This is an optimization exercise on Yosys and OpenROAD, whose aim is small area, a short achievable clock period and few clock cycles per item, not a production implementation. No run shown here included a check of the RTL's function; only the layout flow was run.

**flow/design.v**
```verilog
module rs144_dec (
  input  wire        clk,
  input  wire        rst,
  input  wire        in_valid,
  output wire        in_ready,
  input  wire [7:0]  in_data,
  output wire        out_valid,
  input  wire        out_ready,
  output wire        out_fail,
  output wire [2:0]  out_nerr,
  output wire [31:0] out_pos,
  output wire [31:0] out_val
);
  function automatic [7:0] gf_mul(input [7:0] a, input [7:0] b);
    integer i;
    reg [7:0] p, aa;
    begin
      p  = 8'h00;
      aa = a;
      for (i = 0; i < 8; i = i + 1) begin
        if (b[i]) p = p ^ aa;
        aa = {aa[6:0], 1'b0} ^ (aa[7] ? 8'h1D : 8'h00);
      end
      gf_mul = p;
    end
  endfunction
  function automatic [7:0] to_tower(input [7:0] a);
    begin
      to_tower = ({8{a[0]}} & 8'h01) ^ ({8{a[1]}} & 8'h2b) ^ ({8{a[2]}} & 8'h40) ^
                 ({8{a[3]}} & 8'h21) ^ ({8{a[4]}} & 8'h32) ^ ({8{a[5]}} & 8'hc1) ^
                 ({8{a[6]}} & 8'h48) ^ ({8{a[7]}} & 8'h16);
    end
  endfunction
  function automatic [7:0] from_tower(input [7:0] a);
    begin
      from_tower = ({8{a[0]}} & 8'h01) ^ ({8{a[1]}} & 8'h4e) ^ ({8{a[2]}} & 8'h99) ^
                   ({8{a[3]}} & 8'h44) ^ ({8{a[4]}} & 8'h57) ^ ({8{a[5]}} & 8'h09) ^
                   ({8{a[6]}} & 8'h04) ^ ({8{a[7]}} & 8'h25);
    end
  endfunction
  function automatic [3:0] g16_mul(input [3:0] a, input [3:0] b);
    integer i;
    reg [3:0] p, aa;
    begin
      p  = 4'h0;
      aa = a;
      for (i = 0; i < 4; i = i + 1) begin
        if (b[i]) p = p ^ aa;
        aa = {aa[2:0], 1'b0} ^ (aa[3] ? 4'h3 : 4'h0);
      end
      g16_mul = p;
    end
  endfunction
  function automatic [3:0] g16_inv(input [3:0] a);
    begin
      case (a)
        4'h0: g16_inv = 4'h0;  4'h1: g16_inv = 4'h1;  4'h2: g16_inv = 4'h9;  4'h3: g16_inv = 4'he;
        4'h4: g16_inv = 4'hd;  4'h5: g16_inv = 4'hb;  4'h6: g16_inv = 4'h7;  4'h7: g16_inv = 4'h6;
        4'h8: g16_inv = 4'hf;  4'h9: g16_inv = 4'h2;  4'ha: g16_inv = 4'hc;  4'hb: g16_inv = 4'h5;
        4'hc: g16_inv = 4'ha;  4'hd: g16_inv = 4'h4;  4'he: g16_inv = 4'h3;  4'hf: g16_inv = 4'h8;
      endcase
    end
  endfunction
  function automatic [7:0] tw_mul(input [7:0] a, input [7:0] b);
    reg [3:0] hh, ll, mm;
    begin
      hh = g16_mul(a[7:4], b[7:4]);
      ll = g16_mul(a[3:0], b[3:0]);
      mm = g16_mul(a[7:4] ^ a[3:0], b[7:4] ^ b[3:0]);
      tw_mul = {mm ^ ll, ll ^ g16_mul(hh, 4'hf)};
    end
  endfunction
  function automatic [3:0] tw_norm(input [7:0] b);
    begin
      tw_norm = g16_mul(g16_mul(b[7:4], b[7:4]), 4'hf) ^ g16_mul(b[7:4], b[3:0]) ^
                g16_mul(b[3:0], b[3:0]);
    end
  endfunction
  function automatic [7:0] tw_conj(input [7:0] b);
    begin
      tw_conj = {b[7:4], b[3:0] ^ b[7:4]};
    end
  endfunction
  function automatic [7:0] alpha_pow(input integer j);
    integer i;
    reg [7:0] p;
    begin
      p = 8'h01;
      for (i = 0; i < j; i = i + 1)
        p = {p[6:0], 1'b0} ^ (p[7] ? 8'h1D : 8'h00);
      alpha_pow = p;
    end
  endfunction
  integer i;
  reg        in_rdy;         
  reg  [7:0] acnt;           
  reg  [7:0] syn [0:7];
  reg  [2:0] bph, bph_nx;    
  localparam [2:0] B_IDLE = 3'd0, B_INIT = 3'd1, B_BM = 3'd2, B_OM = 3'd3,
                   B_DONE = 3'd4, B_HAND = 3'd5;
  wire       acc     = in_valid & in_rdy;
  wire       afirst  = (acnt == 8'd0);
  wire       alast   = (acnt == 8'd143);
  wire [7:0] acnt_nx = acc ? (alast ? 8'd0 : acnt + 8'd1) : acnt;
  reg  [7:0] syn_nx [0:7];
  always @* begin
    for (i = 0; i < 8; i = i + 1)
      syn_nx[i] = (afirst ? 8'h00 : gf_mul(syn[i], alpha_pow(i))) ^ in_data;
  end
  wire       b_load = acc & alast;
  assign in_ready = in_rdy;
  always @(posedge clk) begin
    if (rst) begin
      acnt   <= 8'd0;
      in_rdy <= 1'b1;
    end else begin
      acnt   <= acnt_nx;
      in_rdy <= ~((acnt_nx == 8'd143) && (bph_nx != B_IDLE));
    end
    if (acc)
      for (i = 0; i < 8; i = i + 1)
        syn[i] <= syn_nx[i];
  end
  reg  [7:0] S   [0:7];
  reg  [7:0] lam [0:4];      
  reg  [7:0] E   [0:4];      
  reg  [7:0] gam, d, tmp;
  reg  [3:0] L;
  reg  [2:0] k, k_nx;        
  reg  [3:0] sc, sc_nx;      
  reg        f_init, f_dph, f_d0, f_dmask, f_ua, f_ub, f_ufirst, f_lrot, f_erot, f_om, f_gl;
  wire [7:0] s0   = S[2];    
  wire       s0nz = |s0;
  wire [7:0] ma   = f_ub ? E[0] : lam[0];
  wire [7:0] mb   = f_dph ? S[0] : (f_ua ? gam : d);
  wire [7:0] prod = gf_mul(ma, mb);
  wire       cond    = (|d) && ({L, 1'b0} <= {2'b00, k});
  wire [7:0] lam_new = tmp ^ (f_ufirst ? 8'h00 : prod);
  wire [7:0] e_push  = cond ? lam[0] : (f_ufirst ? 8'h00 : E[0]);
  wire       c_commit;       
  wire       c_load_b;       
  always @* begin
    bph_nx = bph;
    k_nx   = k;
    sc_nx  = sc;
    case (bph)
      B_IDLE: if (b_load) bph_nx = B_INIT;
      B_INIT: begin
        bph_nx = B_BM;
        k_nx   = 3'd1;
        sc_nx  = 4'd0;
      end
      B_BM: begin
        if (sc == 4'd14) begin
          sc_nx = 4'd0;
          k_nx  = k + 3'd1;              
          if (k == 3'd7) bph_nx = B_OM;
        end else
          sc_nx = sc + 4'd1;
      end
      B_OM: begin
        if (sc == 4'd6) begin
          sc_nx = 4'd0;
          k_nx  = k + 3'd1;
        end else
          sc_nx = sc + 4'd1;
        if (k == 3'd3 && sc == 4'd5) bph_nx = B_DONE;
      end
      B_DONE: if (c_load_b) bph_nx = B_HAND;
      B_HAND: if (c_commit) bph_nx = B_IDLE;
      default: bph_nx = B_IDLE;
    endcase
  end
  wire bm_nx = (bph_nx == B_BM);
  wire om_nx = (bph_nx == B_OM);
  wire up_nx = bm_nx & (sc_nx >= 4'd5);
  always @(posedge clk) begin
    if (rst)
      bph <= B_IDLE;
    else
      bph <= bph_nx;
    k  <= k_nx;
    sc <= sc_nx;
    f_init   <= (bph_nx == B_INIT);
    f_dph    <= (bm_nx | om_nx) & (sc_nx < 4'd5);
    f_d0     <= (sc_nx == 4'd0);
    f_dmask  <= bm_nx | ({1'b0, sc_nx[2:0]} <= {1'b0, k_nx});
    f_ua     <= up_nx & sc_nx[0];
    f_ub     <= up_nx & ~sc_nx[0];
    f_ufirst <= (sc_nx == 4'd6);
    f_lrot   <= ((bm_nx | om_nx) & (sc_nx < 4'd5)) | (up_nx & ~sc_nx[0]);
    f_erot   <= (bm_nx & (sc_nx < 4'd4)) | (up_nx & ~sc_nx[0]) | (om_nx & (sc_nx == 4'd5));
    f_om     <= om_nx;
    f_gl     <= bm_nx & (sc_nx == 4'd14);
  end
  always @(posedge clk) begin
    if (b_load) begin
      for (i = 0; i < 8; i = i + 1)
        S[i] <= syn_nx[(10 - i) % 8];
    end else begin
      for (i = 0; i < 7; i = i + 1)
        S[i] <= S[i+1];
      S[7] <= S[0];
    end
    if (f_init) begin
      lam[0] <= 8'h01;
      lam[1] <= s0;
      lam[2] <= 8'h00;
      lam[3] <= 8'h00;
      lam[4] <= 8'h00;
      E[0]   <= s0nz ? 8'h01 : 8'h00;
      E[1]   <= s0nz ? 8'h00 : 8'h01;
      E[2]   <= 8'h00;
      E[3]   <= 8'h00;
      E[4]   <= 8'h00;
      gam    <= s0nz ? s0 : 8'h01;
      L      <= s0nz ? 4'd1 : 4'd0;
    end else begin
      if (f_lrot) begin
        for (i = 0; i < 4; i = i + 1)
          lam[i] <= lam[i+1];
        lam[4] <= f_ub ? lam_new : lam[0];
      end
      if (f_erot) begin
        for (i = 0; i < 4; i = i + 1)
          E[i] <= E[i+1];
        E[4] <= f_ub ? e_push : (f_om ? d : E[0]);
      end
      if (f_gl && cond) begin
        gam <= d;
        L   <= {1'b0, k} + 4'd1 - L;
      end
    end
    if (f_dph) begin
      if (f_d0)
        d <= f_dmask ? prod : 8'h00;
      else if (f_dmask)
        d <= d ^ prod;
    end
    if (f_ua)
      tmp <= prod;
  end
  reg  [7:0] tl [0:4];
  reg  [7:0] tw [0:3];
  reg        c_run, c_free;
  reg  [7:0] cpos;
  reg        v2, r2, first2, last2;
  reg  [7:0] n2;
  reg  [3:0] nrm2;
  reg        ov_valid, o_fail;
  reg  [2:0] o_nerr, nf;
  reg  [2:0] wL;
  reg        wbig;
  reg  [7:0] pos [0:3];
  reg  [7:0] val [0:3];
  wire       c_abort  = v2 & first2 & ov_valid & ~out_ready;
  assign     c_commit = v2 & first2 & ~c_abort;
  assign     c_load_b = (bph == B_DONE) & c_free;
  wire       c_load   = c_load_b | c_abort;
  wire       c_run_nx = c_load | (c_run & (cpos != 8'd0));
  wire [7:0] cpos_nx  = c_load ? 8'd143 : cpos - 8'd1;
  wire [7:0] lam_val = tl[0] ^ tl[1] ^ tl[2] ^ tl[3] ^ tl[4];
  wire [7:0] lam_odd = tl[1] ^ tl[3];
  wire [7:0] om_val  = tw[0] ^ tw[1] ^ tw[2] ^ tw[3];
  always @(posedge clk) begin
    if (c_load) begin
      for (i = 0; i < 5; i = i + 1)
        tl[i] <= lam[i];
      for (i = 0; i < 4; i = i + 1)
        tw[i] <= E[i+1];
    end else begin
      for (i = 1; i < 5; i = i + 1)
        tl[i] <= gf_mul(tl[i], alpha_pow(255 - i));
      for (i = 1; i < 4; i = i + 1)
        tw[i] <= gf_mul(tw[i], alpha_pow(255 - i));
    end
    cpos <= cpos_nx;
    r2     <= ~|lam_val;
    n2     <= tw_mul(to_tower(om_val), tw_conj(to_tower(lam_odd)));
    nrm2   <= tw_norm(to_tower(lam_odd));
    first2 <= (cpos == 8'd143);
    last2  <= (cpos == 8'd0);
  end
  wire [3:0] di2     = g16_inv(nrm2);
  wire [7:0] err_t   = {g16_mul(n2[7:4], di2), g16_mul(n2[3:0], di2)};
  wire [7:0] err_val = from_tower(err_t);
  wire [7:0] pos_w   = last2 ? 8'd0 : cpos + 8'd1;    
  wire [1:0] wl_cur  = first2 ? L[1:0] : wL[1:0];
  wire [2:0] nf_cur  = first2 ? 3'd0 : nf;
  wire [1:0] slot    = wl_cur - 2'd1 - nf_cur[1:0];
  wire [2:0] nf_fin  = nf_cur + {2'b00, r2};
  wire       wr      = v2 & ~c_abort;
  wire       fin_fail = wbig | (nf_fin != wL);
  reg  [3:0] upd;
  reg  [7:0] pos_t [0:3];
  reg  [7:0] val_t [0:3];
  always @* begin
    for (i = 0; i < 4; i = i + 1) begin
      if (wr & last2 & (fin_fail | (i[2:0] >= wL))) begin
        upd[i]   = 1'b1;
        pos_t[i] = 8'h00;
        val_t[i] = 8'h00;
      end else begin
        upd[i]   = wr & r2 & (slot == i[1:0]);
        pos_t[i] = pos_w;
        val_t[i] = err_val;
      end
    end
  end
  always @(posedge clk) begin
    if (rst) begin
      c_run    <= 1'b0;
      c_free   <= 1'b1;
      v2       <= 1'b0;
      ov_valid <= 1'b0;
    end else begin
      c_run  <= c_run_nx;
      c_free <= ~c_run_nx | (cpos_nx == 8'd0);
      v2     <= c_run & ~c_abort;
      if (ov_valid & out_ready)
        ov_valid <= 1'b0;
      if (wr & last2)
        ov_valid <= 1'b1;
    end
    if (wr) begin
      if (first2) begin
        wL   <= L[2:0];
        wbig <= (L > 4'd4);
      end
      nf   <= nf_fin;
      if (last2) begin
        o_fail <= fin_fail;
        o_nerr <= fin_fail ? 3'd0 : nf_fin;
      end
    end
    for (i = 0; i < 4; i = i + 1) begin
      pos[i] <= pos[i] ^ ({8{upd[i]}} & (pos_t[i] ^ pos[i]));
      val[i] <= val[i] ^ ({8{upd[i]}} & (val_t[i] ^ val[i]));
    end
  end
  assign out_valid = ov_valid;
  assign out_fail  = o_fail;
  assign out_nerr  = o_nerr;
  assign out_pos   = {pos[3], pos[2], pos[1], pos[0]};
  assign out_val   = {val[3], val[2], val[1], val[0]};
endmodule
```
**flow/constraint.sdc**
```tcl
create_clock -name core_clock -period 10.0 [get_ports {clk}]
set_input_delay 2.0000 -clock core_clock [delete_from_list [all_inputs] [get_ports {clk}]]
set_output_delay 2.0000 -clock core_clock [all_outputs]
set_load 0.01 [all_outputs]
```
**flow/flow/run.sh**
```bash
#!/bin/bash
# Standard layout, with timing repair aimed below the design's period.
set -euo pipefail
bash standard.sh SETUP_SLACK_MARGIN=7.0 finish > flow_make.log 2>&1
```
**flow/config.mk**
```make
export PLATFORM = sky130hd
export DESIGN_NAME = rs144_dec
export DESIGN_NICKNAME = rs144_dec
export VERILOG_FILES = /design/flow/design.v
export SDC_FILE = /design/flow/constraint.sdc
export NUM_CORES = 4
export LEC_CHECK = 0
export CAP_MARGIN = 20
export CORE_MARGIN = 2
export CORE_UTILIZATION = 75
export CTS_CLUSTER_DIAMETER = 100
export CTS_CLUSTER_SIZE = 20
export PLACE_DENSITY = 0.8
export SLEW_MARGIN = 20
```
**flow/standard.sh**
```bash
#!/bin/bash
# synth_recipe.tcl (not shown) runs the flow's synth.tcl, then flattens the netlist and writes it again
# the make line also repeats each setting of config.mk as NAME=value (left out here)
make -C /OpenROAD-flow-scripts/flow DESIGN_CONFIG=/design/flow/config.mk WORK_HOME=/design/flow/orfs CLKGATE_MAP_FILE= SYNTH_SCRIPT=/design/flow/synth_recipe.tcl "${@:-finish}"
```
==> flow_metrics.tcl, run 1 <==
set metrics [dict create \
    status "finished clean" \
    synthXorXnorAreaFrac 0.2032 \
    critPathTopFamily "XOR/XNOR gates" \
    cp.required_ns 10.43 \
    crit_chain "xnor2_4 > xnor2_2 > xnor2_2 > ha_4 > inv_6 > ha_4 > nor2_4 > a211oi_2 > nor3_2 > a211oi_2 > xnor2_2 > mux4_2" \
    antennaDiodeCount 0 \
    synth_compound_gate_area_share 0.06215 \
    cts_made_buffers 25 \
    tns_ns 0 \
    grt_pass1_vias 16620 \
    cp.arrival_ns 3.71 \
    ys_ff_latch 440 \
    ant_nets 0 \
    grt_pass1_wl_um 88240 \
    wl_um 62620 \
    clockRootBuffer "clkbuf_16" \
    worst_pin_slew_ns 1.045 \
    synth_top_family_by_area "XOR/XNOR gates" \
    fmax_ghz 0.3047 \
    hold_depth 2 \
    setup_violations 0 \
    crit_fanout 4 \
    final_cell_mix "446 x nand2_1, 301 x xnor2_1, 255 x nor2_1" \
    num_rows 63 \
    worstHoldPathType "flop to flop" \
    die_w_um 177.5 \
    worst_r2r_path_depth 12 \
    synth_top_area_cell "edfxtp_1" \
    slowest_stage "mux4_2" \
    via_per_inst 6.276 \
    hold_buffers 0 \
    syn_to_final_growth_pct 15.79 \
    syn_area_per_cell_um2 9.690 \
    synth_top_cell_area_share 0.2752 \
    cp-start-kind "flop" \
    synth_edf_count 207 \
    cts_tree "built" \
    gr-total-overflow 0 \
    slew_violations 0 \
    io_buffers 81 \
    drcViolationCount 0 \
    drive_above_1_share 0.1669 \
    yosys_warnings 12 \
    cap_violations 0 \
    clockBufferDepth 3 \
    htree_levels 1 \
    period_minus_slack_ns 3.282 \
    top_level_ports 82 \
    crit_type "flop to flop" \
    crit_path_end_kind "flop" \
    syn_nets 2375 \
    synth_flop_cell "dfxtp_1" \
    die_area_mm2 0.03152 \
    synth_fa_ha_area_frac 0.01806 \
    wire_per_inst_um 21.91 \
    syn_inst 2331 \
    antenna_found_initial 2 \
    synthSimpleGateAreaFrac 0.1591 \
    drt_iter0_markers 2315 \
    ys_async_sr_fraction 0 \
    grt_setup_unrepaired "true" \
    cpMostUsedCell "xnor2_2" \
    period_share 0.3282 \
    slowest_delay_ns 0.54 \
    dp_hpwl_um 35520 \
    initial_core_util 0.7621 \
    die_height_um 177.5 \
    maxSlewHeadroom 0.3021 \
    synth_area_mm2 0.02259 \
    critPathBufInv 1 \
    nFillCells 1382 \
    num-nets-final 2495 \
    firstDrtPassIters 6 \
    synth.area.mux_share 0.04365 \
    clkTransAtPathRegs_ns 0.09 \
    seq_area_frac_synth 0.4817 \
    gp_congestion 0.8926 \
    synth_area_leaders "edfxtp_1 28%, dfxtp_1 21%, xnor2_1 13%" \
    track_usage 0.3570 \
    yosysUniqueCellTypes 72 \
    cp_num_cells 12 \
    vias 17940 \
    final_common_cell "nand2_1" \
    insertion_delay_ns 0.57 \
    grt_max_degree 69 \
    hold_violations 0 \
    cts.sink_count 440 \
    finClkSkew_ns 0.02284 \
    core-area_mm2 0.02964 \
]
[worst paths after layout]
check | start | endpoint | slack [ns]
worst min-delay path | S[6][4] | S[5][4] | 0.43
worst min register to register | S[6][4] | S[5][4] | 0.43
worst max-delay path | tl[1][0] | di2[1] | 6.72
worst max register to register | tl[1][0] | di2[1] | 6.72
[what timing repair did]
item,CTS,global route
endpoints found under the setup margin,427,184
gates resized for setup,398,64
endpoints found under the hold margin,0,0
pin swaps,36,51
gates cloned,8,2
buffers inserted,46,56
[layer usage]
metal,vias to the layer above,GRT usage,routed length (um)
li1,7899,-,-
met4,4,0.1212,2589
met1,8622,0.4750,23210
met2,1166,0.6109,31040
met5,-,0,26
met3,247,0.03942,5746
[layout make-up]
class / instances / area (um2) / area share
clock buffer: 43 / 693.2 / 0.02650
timing repair buffer: 207 / 1803 / 0.06893
tap: 390 / 488.0 / 0.01866
multi-input combinational: 1704 / 11930 / 0.4561
clock inverter: 1 / 20.02 / 0.0007654
sequential: 440 / 10920 / 0.4177
inverter: 73 / 297.8 / 0.01139
[cells by family (layout without fill, tap and decap cells)]
kind of cell / Yosys count / in the layout
compound gates: 233 / 234
xor+xnor: 482 / 482
fa+ha+maj: 32 / 32
buf+inv: 188 / 324
flops: 440 / 440
mux: 95 / 95
simple gates: 861 / 861
[worst reg2reg max path, delay by kind of cell, from the launching register on]
| family | cells | cell delay, ns |
|---|---|---|
| AOI/OAI and AO/OA | 2 | 0.61 |
| muxes | 1 | 0.54 |
| and+or+nand+nor | 2 | 0.14 |
| DFF | 1 | 0.38 |
| xor gates and xnor gates | 4 | 0.79 |
| buffers and inverters | 1 | 0.05 |
| adders and majority gates | 2 | 0.62 |
[cell usage after synthesis (3+ instances only)]
master and n:
nand4_1 4, dfxtp_1 233, nand3b_1 4, and2_1 4, a21boi_0 4, nand2b_1 15, xnor3_1 5, o21bai_1 4
a211oi_1 17, or2_2 6, nand3_1 23, nor2_1 265, a22oi_1 5, mux2i_1 78, or3_1 6, nor2b_1 42
buf_2 7, clkbuf_1 86, nor3b_1 8, nand2_1 448, o21a_1 3, nor4_1 3, a31oi_1 15, xnor2_1 330
o221ai_1 4, o21ai_1 3, xnor2_4 6, nor3_1 17, a22o_1 5, and3_1 3, o21ai_0 89, xor2_1 118
buf_1 20, o22ai_1 15, a221oi_1 4, a21oi_1 46, ha_1 31, mux2_2 15, inv_1 70, xnor2_2 21
edfxtp_1 207
[per-stage QoR]
| step | util | hold WS [ns] | area [um2] | worst slack (ns) | instances |
|---|---|---|---|---|---|
| 5_1_grt | 0.8825 | 0.4418 | 26160 | 6.657 | 2858 |
| 2_1_floorplan | - | 0.3989 | 22980 | 6.013 | 2331 |
| 6_report | 0.8825 | 0.4342 | 26160 | 6.718 | 2858 |
| 3_5_place_dp | 0.8041 | 0.4130 | 23830 | 5.256 | 2702 |
| 4_1_cts | 0.8549 | 0.4332 | 25340 | 6.830 | 2800 |
| 3_3_place_gp | 0.8041 | 0.4025 | 23830 | 5.322 | 2702 |
==> inputs of run 2 (changes only) <==
--- a/flow/design.v
+++ b/flow/design.v
@@ -53,12 +53,14 @@
   endfunction
   function automatic [3:0] g16_inv(input [3:0] a);
     begin
-      case (a)
-        4'h0: g16_inv = 4'h0;  4'h1: g16_inv = 4'h1;  4'h2: g16_inv = 4'h9;  4'h3: g16_inv = 4'he;
-        4'h4: g16_inv = 4'hd;  4'h5: g16_inv = 4'hb;  4'h6: g16_inv = 4'h7;  4'h7: g16_inv = 4'h6;
-        4'h8: g16_inv = 4'hf;  4'h9: g16_inv = 4'h2;  4'ha: g16_inv = 4'hc;  4'hb: g16_inv = 4'h5;
-        4'hc: g16_inv = 4'ha;  4'hd: g16_inv = 4'h4;  4'he: g16_inv = 4'h3;  4'hf: g16_inv = 4'h8;
-      endcase
+      g16_inv[0] = a[0] ^ a[1] ^ a[2] ^ (a[0] & a[2]) ^ (a[1] & a[2]) ^ (a[0] & a[1] & a[2]) ^
+                   a[3] ^ (a[1] & a[2] & a[3]);
+      g16_inv[1] = (a[0] & a[1]) ^ (a[0] & a[2]) ^ (a[1] & a[2]) ^ a[3] ^ (a[1] & a[3]) ^
+                   (a[0] & a[1] & a[3]);
+      g16_inv[2] = (a[0] & a[1]) ^ a[2] ^ (a[0] & a[2]) ^ a[3] ^ (a[0] & a[3]) ^
+                   (a[0] & a[2] & a[3]);
+      g16_inv[3] = a[1] ^ a[2] ^ a[3] ^ (a[0] & a[3]) ^ (a[1] & a[3]) ^ (a[2] & a[3]) ^
+                   (a[1] & a[2] & a[3]);
     end
   endfunction
   function automatic [7:0] tw_mul(input [7:0] a, input [7:0] b);
--- a/flow/config.mk
+++ b/flow/config.mk
@@ -7,8 +7,8 @@
 export LEC_CHECK = 0
 export CAP_MARGIN = 20
 export CORE_MARGIN = 2
-export CORE_UTILIZATION = 75
+export CORE_UTILIZATION = 60
 export CTS_CLUSTER_DIAMETER = 100
 export CTS_CLUSTER_SIZE = 20
-export PLACE_DENSITY = 0.8
+export PLACE_DENSITY = 0.7
 export SLEW_MARGIN = 20
==> flow_metrics.tcl, run 2 <==
set metrics [dict create \
    period_minus_slack_ns 3.214 \
    die_height_um 198.7 \
    final_util 0.7191 \
    placed_area_mm2 0.02405 \
    reg2reg_from "nrm2[1]" \
    drive_above_1_share 0.2233 \
    core-area_mm2 0.03749 \
    yosys_warnings 12 \
    num_rows 71 \
    ant_nets 0 \
    crit_type "flop to flop" \
    gr-total-overflow 0 \
    tns_ns 0 \
    slowest_delay_ns 0.39 \
    antenna_found_initial 0 \
    insertion_delay_ns 0.57 \
    wl_um 54780 \
    period_share 0.3214 \
    instances_no_fill 2893 \
    hold_buffers 0 \
    gp_congestion 0.8647 \
    die_w_um 198.7 \
    ys_async_sr_fraction 0 \
    synth_area_leaders "edfxtp_1 27%, dfxtp_1 21%, xnor2_1 12%" \
    clockRootBuffer "clkbuf_16" \
    cts.sink_count 440 \
    crit_path_end_kind "flop" \
    clkTransAtPathRegs_ns 0.09 \
    wire_per_inst_um 18.94 \
    hold_violations 0 \
    slowest_stage "or3_1" \
    worst_pin_slew_ns 1.026 \
    htree_levels 1 \
    crit_chain "ha_1 > xnor2_1 > xnor2_1 > or3_1 > nand2_1 > nand2_1 > xnor3_2 > xnor3_1 > xnor3_2 > xnor2_4 > nor2_2" \
    synth.most_common_cell "xnor2_1" \
    r2r_setup_slack_ns 6.79 \
    grt_pass1_wl_um 83050 \
    die_area_mm2 0.03947 \
    syn_to_final_growth_pct 18.55 \
    grt_max_degree 84 \
    clockBufferDepth 3 \
    syn_area_per_cell_um2 10.36 \
    io_buffers 81 \
    hold_depth 1 \
    seq_area_frac_synth 0.4785 \
    pre_cts_ws_ns 5.135 \
    setup_violations 0 \
    antennaDiodeCount 0 \
    track_usage 0.2668 \
    drt_iter0_markers 1225 \
    dp.cells 2692 \
    status "finished clean" \
    worstHoldPathType "flop to flop" \
    cp.arrival_ns 3.52 \
    cts_tree "built" \
    synth_edf_count 207 \
    synth_area_mm2 0.02274 \
    finish.instance_area_mm2 0.02696 \
    slew_violations 0 \
    via_per_inst 5.539 \
    syn_nets 2236 \
    yosysUniqueCellTypes 71 \
    initial_core_util 0.6066 \
    drcViolationCount 0 \
    top_level_ports 82 \
    cap_violations 0 \
    num-nets-final 2404 \
    final_common_cell "xnor2_1" \
    cp.required_ns 10.31 \
    crit_fanout 5 \
    setup_slack_ns 6.786 \
    synth_flop_cell "dfxtp_1" \
    synth_common_cells "307 x xnor2_1, 247 x nand2_1, 246 x nor2_1" \
    dp_hpwl_um 34360 \
    final_cell_mix "270 x xnor2_1, 241 x nand2_1, 230 x nor2_1" \
    firstDrtPassIters 7 \
    holdPathEnd "S[5][1]" \
    finClkSkew_ns 0.01803 \
    cp-start-kind "flop" \
    maxSlewHeadroom 0.3151 \
    hp-start "S[6][1]" \
    synth_top_cell_area_share 0.2733 \
    cts_made_buffers 26 \
    vias 16020 \
    ys_ff_latch 440 \
    grt_pass1_vias 15130 \
    synth_top_area_cell "edfxtp_1" \
    syn_inst 2194 \
    fmax_ghz 0.3111 \
    worst_r2r_path_depth 11 \
    grt_setup_unrepaired "true" \
]
run 2: critical path: cells and delay by family, from the launching register on:
kind | cells | cell delay [ns]
xor gates and xnor gates | 6 | 1.57
DFF | 1 | 0.38
and+or+nand+nor | 4 | 0.77
adders and majority gates | 1 | 0.22
run 2: routing by layer:
metal	wire, um	share of wire	up-vias	track usage
li1	-	-	7710	-
met1	24370	0.44	7781	0.3784
met2	26570	0.48	469	0.4441
met3	2956	0.054	64	0.03188
met4	891	0.016	0	0.05224
met5	0	0	-	0
run 2: how the worst max path moves through the flow:
stage	from	endpoint	cells past startpoint	slack, ns
floorplan	in_valid	in_rdy	7	6.30
global placement	in_valid	f_erot	10	5.17
detailed placement	in_valid	f_erot	10	5.14
CTS	nrm2[1]	flop	11	6.82
global route	nrm2[1]	flop	11	6.66
finish	nrm2[1]	flop	11	6.79
run 2: stage by stage:
step	hold slack (ns)
finish	0.4487
global route	0.4578
CTS	0.4489
detailed placement	0.4289
global placement	0.4259
floorplan	0.4064
run 2: repair_timing:
item                       in CTS  in global routing
buffers inserted               72                 70
setup endpoints to repair     421                232
resized for setup             392                110
gates cloned                    9                  2
hold endpoints to repair        0                  0
pin swaps                      33                 64
run 2: area by class of cell:
type | instances | area, um2
Fill cell | 2728 | 10530
Multi-Input combinational cell | 1571 | 12120
Tap cell | 511 | 639.4
Sequential cell | 440 | 10930
Inverter | 74 | 285.3
Clock buffer | 46 | 757.0
Clock inverter | 2 | 21.27
Timing Repair Buffer | 249 | 2208
run 2: logic make-up after synthesis:
group | count (synthesis) | share of synthesized area
muxes | 152 | 0.07494
buffers and inverters | 184 | 0.03340
and+or+nand+nor | 657 | 0.1257
DFF | 440 | 0.4785
xor gates and xnor gates | 473 | 0.2012
AOI/OAI and AO/OA | 258 | 0.06922
adders and majority gates | 30 | 0.01717

[separate check: timing with driven ports]
Ports are ideal in the flow. The routed layouts listed here were re-timed in OpenROAD. Step 1, drivers: a clkbuf_16 drives clk and a buf_2 each remaining input, both assumed. Step 2 also shifts input and output timing later by t, the mid clock arrival at the registers, as if the neighbouring blocks saw the same clock. Slacks: ideal / step 1 / step 2; pairs: ideal / step 1.
run | shift t [ns] | setup slack, ns | clock arrival spread, ns | slew at the worst register clock pin (ns)
run 1 | 0.618 | 6.718 / 6.718 / 6.176 | 0.024 / 0.024 | 0.10 / 0.10
run 2 | 0.617 | 6.786 / 6.786 / 6.365 | 0.021 / 0.022 | 0.09 / 0.09
After both steps every run listed still meets setup and hold. For run 1, which loses most, drivers alone change the setup slack by 0.000 ns; drivers and shift together by -0.542 ns.
